Context: an optimization exercise on an open-source flow, tuned for small area, a short achievable clock period and few clock cycles. The choices shown serve that exercise and are no tape-out recipe. Function was checked by simulation only, so behaviour that the tests miss may differ from the original.

==> flow/design.v (outline; a module is shown in full before it is edited, if it fits) <==
// module chk_engine: 1685 lines
module chk_engine (
    input  wire         clk,
    input  wire         rst,             
    input  wire         job_valid,
    output wire         job_ready,
    input  wire         job_start,
    input  wire         job_fold,
    input  wire         job_finish,
    input  wire         job_compare,
    input  wire [1:0]   job_alg,
    input  wire [63:0]  job_fold_a,
    input  wire [31:0]  job_fold_s,
    input  wire [63:0]  job_expect,
    input  wire         in_valid,
    output wire         in_ready,
    input  wire [127:0] in_data,
    input  wire [4:0]   in_nbytes,
    input  wire         in_last,
    output wire         res_valid,
    input  wire         res_ready,
    output wire [63:0]  res_value,
    output wire         res_mismatch,
    output wire         res_finish,
    input  wire         ctx_wr,
    input  wire [1:0]   ctx_wr_alg,
    input  wire [63:0]  ctx_wr_run,
    input  wire         ctx_clr_ignored,
    output wire [1:0]   ctx_alg,
    output wire [63:0]  ctx_run,
    output wire         ctx_busy,
    output wire         ctx_write_ignored
);
  // ...
==> flow/flow/run.sh <==
#!/bin/bash
# The standard layout (standard.sh), with ORFS's timing repair after clock-tree
# synthesis and global routing asked to leave 28 ns of setup slack at the design's
# 36 ns clock, that is to aim at an 8 ns clock, instead of none. The constraints,
# the clock and every other step are the standard flow's. make's own output goes to
# flow_make.log; each ORFS step writes its own log under orfs/logs/.
set -o pipefail
bash standard.sh finish SETUP_SLACK_MARGIN=28 > flow_make.log 2>&1
==> flow/standard.sh <==
#!/bin/bash
# synth_recipe.tcl (not shown) runs the flow's synth.tcl, then flattens the netlist and writes it again
# the make line also repeats each setting of config.mk as NAME=value (left out here)
make -C /OpenROAD-flow-scripts/flow DESIGN_CONFIG=/design/flow/config.mk WORK_HOME=/design/flow/orfs CLKGATE_MAP_FILE= SYNTH_SCRIPT=/design/flow/synth_recipe.tcl "${@:-finish}"
==> flow/config.mk <==
export PLATFORM = sky130hd
export DESIGN_NAME = chk_engine
export DESIGN_NICKNAME = chk_engine
export VERILOG_FILES = /design/flow/design.v
export SDC_FILE = /design/flow/constraint.sdc
export NUM_CORES = 4
export LEC_CHECK = 0
export CAP_MARGIN = 50
export CORE_MARGIN = 2
export CORE_UTILIZATION = 30
export SLEW_MARGIN = 50
==> flow/constraint.sdc <==
create_clock -name core_clock -period 36.0 [get_ports {clk}]
set_input_delay 7.2000 -clock core_clock [delete_from_list [all_inputs] [get_ports {clk}]]
set_output_delay 7.2000 -clock core_clock [all_outputs]
set_load 0.01 [all_outputs]
==> impl_metrics.csv, run 1 <==
group,metric,value,unit
synthesis,syn-num-nets,9678,
grt,busiest_layer,"met2",
setup_path,cpPeakStageDelay,0.56,ns
synthesis,synth_top_area_frac,0.2554,
setup_path,worstSetupPathType,"reg2out",
sta,tightest_slew,0.9160,ns
route,route.detailed.drc,0,
synthesis,yosysUniqueCellTypes,112,
route,wl_per_cell,55.96,microns
grt,use_met3,0.3564,
synthesis,synth_top_cell_by_area,"xnor2_1",
finish,multi_input_area,73460,sq um
finish,largest-register,"d_data",
min_path,hp-class,"reg2reg",
floorplanning,num_tap_cells,3570,
grt,grt_first_pass_wirelength,947300,microns
sta,fmax,113.6,MHz
sta,tns,0,ns
clocking,h-tree-depth,2,
synthesis,muxShareOfSynthArea,0.06154,
sta,setup_viol,0,
placed_design,dp.cells,13210,
synthesis,synth_xor_area_frac,0.4599,
clocking,worstSkewPairLatency,0.83,ns
setup_path,crit_path_cell_trace,"buf_2",
finish,seq_area,13060,sq um
sta,finalHoldViolCount,0,
outcome,status,"complete, no violations",
Testbench counts, summed over its fixed seeds: cycles 65,516.
==> run 2: changes to the inputs <==
--- a/flow/design.v
+++ b/flow/design.v
@@ -1582,17 +1582,32 @@
     wire jr_ok   = ~act_n & ~pend_n & ~(lastp_n & rv_n) & (~need_fold | fdone_n);
     wire jr_n    = job_valid & ~jr & jr_ok;
     wire jr_o_n  = job_valid & ~jr_o & jr_ok;
     wire ir_n    = act_n | jr_n;
     wire busy_n  = act_n | lastp_n | pend_n | rv_n;
     wire [63:0] r_src  = pend ? crc : crc_next;
     wire [63:0] r_xo   = j_finish ? alg_xorout(alg) : 64'd0;
     wire [63:0] r_outv = r_src ^ r_xo;
-    wire        r_misv = j_compare & (|((r_src ^ (j_expect ^ r_xo)) & alg_mask(alg)));
+    wire [63:0] r_exp  = j_expect ^ r_xo;
+    wire        r_m0   = |(c0 ^ xr ^ r_exp[31:0]);
+    wire        r_m1   = |(c1 ^ xr ^ r_exp[31:0]);
+    wire        r_m2   = |(c2 ^ xl[15:0] ^ r_exp[15:0]);
+    wire        r_m3   = |(c3 ^ xl ^ r_exp);
+    reg         r_mnext;
+    always @* begin
+        case (alg)
+            2'd0:    r_mnext = r_m0;
+            2'd1:    r_mnext = r_m1;
+            2'd2:    r_mnext = r_m2;
+            default: r_mnext = r_m3;
+        endcase
+    end
+    wire        r_mcrc = |((crc ^ r_exp) & alg_mask(alg));
+    wire        r_misv = j_compare & (pend ? r_mcrc : r_mnext);
     wire [63:0] start_val = alg_init(pj_alg) ^ (pj_fold ? (fold_val & alg_mask(pj_alg)) : 64'd0);
     wire        ssel  = jr & pj_start;             
     wire        wsel  = ctx_wr & ~busy & ~ssel;    
     wire [63:0] wrval = ctx_wr_run & alg_mask(ctx_wr_alg);
     always @(posedge clk) begin
         d_data <= in_data;
         d_n    <= in_nbytes;
         d_z    <= 4'd0 - in_nbytes[3:0];
==> flow/config.mk (replaced) <==
export PLATFORM = sky130hd
export DESIGN_NAME = chk_engine
export DESIGN_NICKNAME = chk_engine
export VERILOG_FILES = /design/flow/design.v
export SDC_FILE = /design/flow/constraint.sdc
export NUM_CORES = 4
export LEC_CHECK = 0
export CAP_MARGIN = 35
export CORE_MARGIN = 2
export CORE_UTILIZATION = 30
export SLEW_MARGIN = 35
==> run 2 against run 1 <==
Effect of this change: still clean on timing, DRC and antenna; register-to-register slack worse by 0.06 ns; synthesized cell count down 3.5%; maximum frequency down 0.41%; critical path type unchanged; critical endpoint is now res_value[40].
==> impl_metrics.csv, run 2 <==
group,metric,value,unit
setup_path,crit_arrival,1.64,ns
floorplanning,die-area,298100,sq um
setup_path,critPathTopFamily,"flip-flops",
setup_path,crit_cells,1,
synthesis,syn-cell-area,88130,sq um
run,max_cap_violations,0,
synthesis,syn-mean-instance-area,10.12,sq um
floorplanning,ios,510,
grt,grt_first_pass_wirelength,1044000,microns
synthesis,synthTopCellsByArea,"xnor3_1 20%, xnor2_1 18%, edfxtp_1 9.5%",
finish,final_common_cell,"xnor2_1",
synthesis,yosysUniqueCellTypes,134,
synthesis,syn-num-nets,9358,
sta,tns,0,ns
sta,rsz0062_at_grt,"true",
clocking,h-tree-depth,2,
sta,setup_viol,0,
clocking,numCtsBuffers,60,
grt,antenna_found_initial,138,
setup_path,crit_path_end_kind,"output pin",
min_path,hp-class,"reg2reg",
setup_path,reg2reg_depth,21,
floorplanning,die_x,546.0,microns
finish,largest-register,"d_data",
setup_path,worstPathRequired,28.80,ns
outcome,status,"complete, no violations",
synthesis,synth-main-ff-cell,"edfxtp_1",
clocking,cts_tree,"yes",
synthesis,synth_top_area_frac,0.1978,
route,postRouteAntennaNets,0,
setup_path,cpPeakStageDelay,0.64,ns
setup_path,slowest_stage,"edfxtp_1",
route,dr.pass1.iters,13,
floorplanning,initial_core_util,0.3007,
finish,largest_reg_flops,128,
synthesis,synth_top_cell_by_area,"xnor3_1",
floorplanning,core_area,293100,sq um
placed_design,hpwlAfterDp,684100,microns
finish,layout.nets,10360,
route,wl_per_cell,62.83,microns
placed_design,gp_congestion,1.272,
grt,grt_usage,0.5599,
setup_path,crit_path_start_kind,"flop",
sta,worst_slack,27.16,ns
setup_path,path_buf_inv,1,
sta,period_share,0.2455,
sta,fin_hold_ws,0.4156,ns
placed_design,dpl_worst_slack,25.41,ns
route,avgViaCountPerCell,6.673,
synthesis,netlist_instances,8706,
sta,period_needed,8.838,ns
route,wirelength,866800,microns
synthesis,yosysMostFrequentCell,"xnor2_1",
finish,layout_common_cells,"1559 x xnor2_1, 768 x buf_4, 722 x xor2_1",
clocking,worstSkewPairLatency,0.83,ns
finish,drive_above_1_share,0.2676,
synthesis,synthArstFlopShare,0,
synthesis,ys_seq_elements,501,
synthesis,synth_commonest_cells,"1819 x xnor2_1, 814 x xor2_1, 774 x xnor3_1",
min_path,hold_path_depth,1,
sta,relSlewSlack,0.2010,
sta,tightest_slew,1.190,ns
route,via_count,92070,
grt,gr-total-overflow,0,
grt,grt_max_degree,101,
synthesis,ys_warn_count,2,
floorplanning,die_h,546.0,microns
clocking,clkTransAtPathRegs,0.06,ns
synthesis,ys_seq_area_frac,0.1456,
setup_path,crit_fanout,1,
setup_path,worstSetupPathType,"reg2out",
sta,skew,0.08183,ns
finish,final_core_util,0.3887,
route,first_iter_violations,17380,
sta,drv_slew,0,
clocking,clk_path_buf_depth,3,
clocking,cts-root-buf,"clkbuf_16",
sta,finalHoldViolCount,0,
placed_design,port_buffers,509,
synthesis,synth-edff-count,280,
grt,grt_pass1_vias,81360,
setup_path,crit_path_cell_trace,"buf_2",
route,route.detailed.drc,0,
clocking,cts.sinks,501,
floorplanning,rows,199,
sta,fmax,113.1,MHz
finish,syn_to_final_growth,29.24,%
run 2: changes by cell type after synthesis, moves of 32 or more:
cell / before / now
mux2i_1: 169 / 134
nand2_1: 643 / 601
nor2_1: 472 / 425
o21ai_0: 255 / 207
xnor2_1: 2377 / 1819
xnor2_2: 22 / 54
xnor3_1: 288 / 774
xor2_1: 1014 / 814
xor3_1: 23 / 56
run 2: repair_timing:
action	CTS	global route
resized for setup	1265	362
gates cloned	16	3
setup endpoints to repair	415	218
buffers inserted	199	90
pin swaps	45	59
hold buffers	0	0
run 2: cell type report:
class                      count  area (sq um)
sequential                   501         13070
timing repair buffer        1502         14710
multi-input combinational   7191         77150
inverter                     456          1719
clock buffer                  76          1644
clock inverter                36         421.7
antenna                      115         287.8
fill                       28710        179200
tap                         3919          4903
run 2: path summary, 6_finish.rpt:
path | from | to | slack [ns]
worst max-delay path | r_val[40]$_DFFE_PP_ | res_value[40] | 27.16
worst max register to register | d_zero$_DFF_P_ | r_mis$_DFFE_PP_ | 27.48
worst min-delay path | jr_o$_SDFF_PP0_ | jr_o$_SDFF_PP0_ | 0.42
worst min register to register | jr_o$_SDFF_PP0_ | jr_o$_SDFF_PP0_ | 0.42
run 2: through the flow:
stage                     area, sq um  cells
after floorplan                 88670   8706
after global placement         102700  13240
after detailed placement       104100  13250
after CTS                      110500  13580
after global routing           113700  13730
final                          113900  13800
run 2: logic make-up (layout without fill, tap and decap cells):
logic type / Yosys count / count (layout) / synth area share
mux: 454 / 454 / 0.06105
other cells: 0 / 115 / 0
xor+xnor: 3559 / 3559 / 0.4949
simple gates: 1676 / 1683 / 0.08996
flops: 501 / 501 / 0.1456
buf+inv: 1021 / 2070 / 0.04923
compound gates: 1216 / 1216 / 0.1024
fa+ha+maj: 279 / 279 / 0.05682
run 2: metal layers:
layer,up-vias,part of all wire,GRT usage
met3,3158,0.16,0.3474
met2,9933,0.37,0.7294
met4,92,0.12,0.5194
li1,32000,-,-
met1,46890,0.34,0.6100
met5,-,0.0039,0.06987
Testbench counts of run 2, summed over its fixed seeds: cycles 65,516.

## what the ideal ports hide
In the flow no input, the clock included, has a driving cell. The finished layouts below were timed again as built, in two steps. Step 1 (the two cells are an assumption about what drives the block):
set clk [get_ports {clk}]
set_driving_cell -lib_cell sky130_fd_sc_hd__clkbuf_16 $clk
set_driving_cell -lib_cell sky130_fd_sc_hd__buf_2 [delete_from_list [all_inputs] $clk]
Step 2 also shifts input and output timing later by t, the mid clock arrival at the registers, as if the neighbouring blocks saw the same clock. a / b / c = no drivers / after step 1 / after step 2; a / b = the first two.
run	t, ns	setup WS [ns]	worst setup path at the end	slew at the worst register clock pin (ns)	cell pins on the clock port's net
run 1	0.913	27.198 / 27.081 / 27.146	input to register	0.07 / 0.07	1
run 2	0.905	27.162 / 27.052 / 27.083	input to register	0.09 / 0.09	1
After both steps setup and hold are still met in every run listed. The setup slack of run 2, which loses most, moves by -0.110 ns with the drivers and by -0.079 ns with both steps.
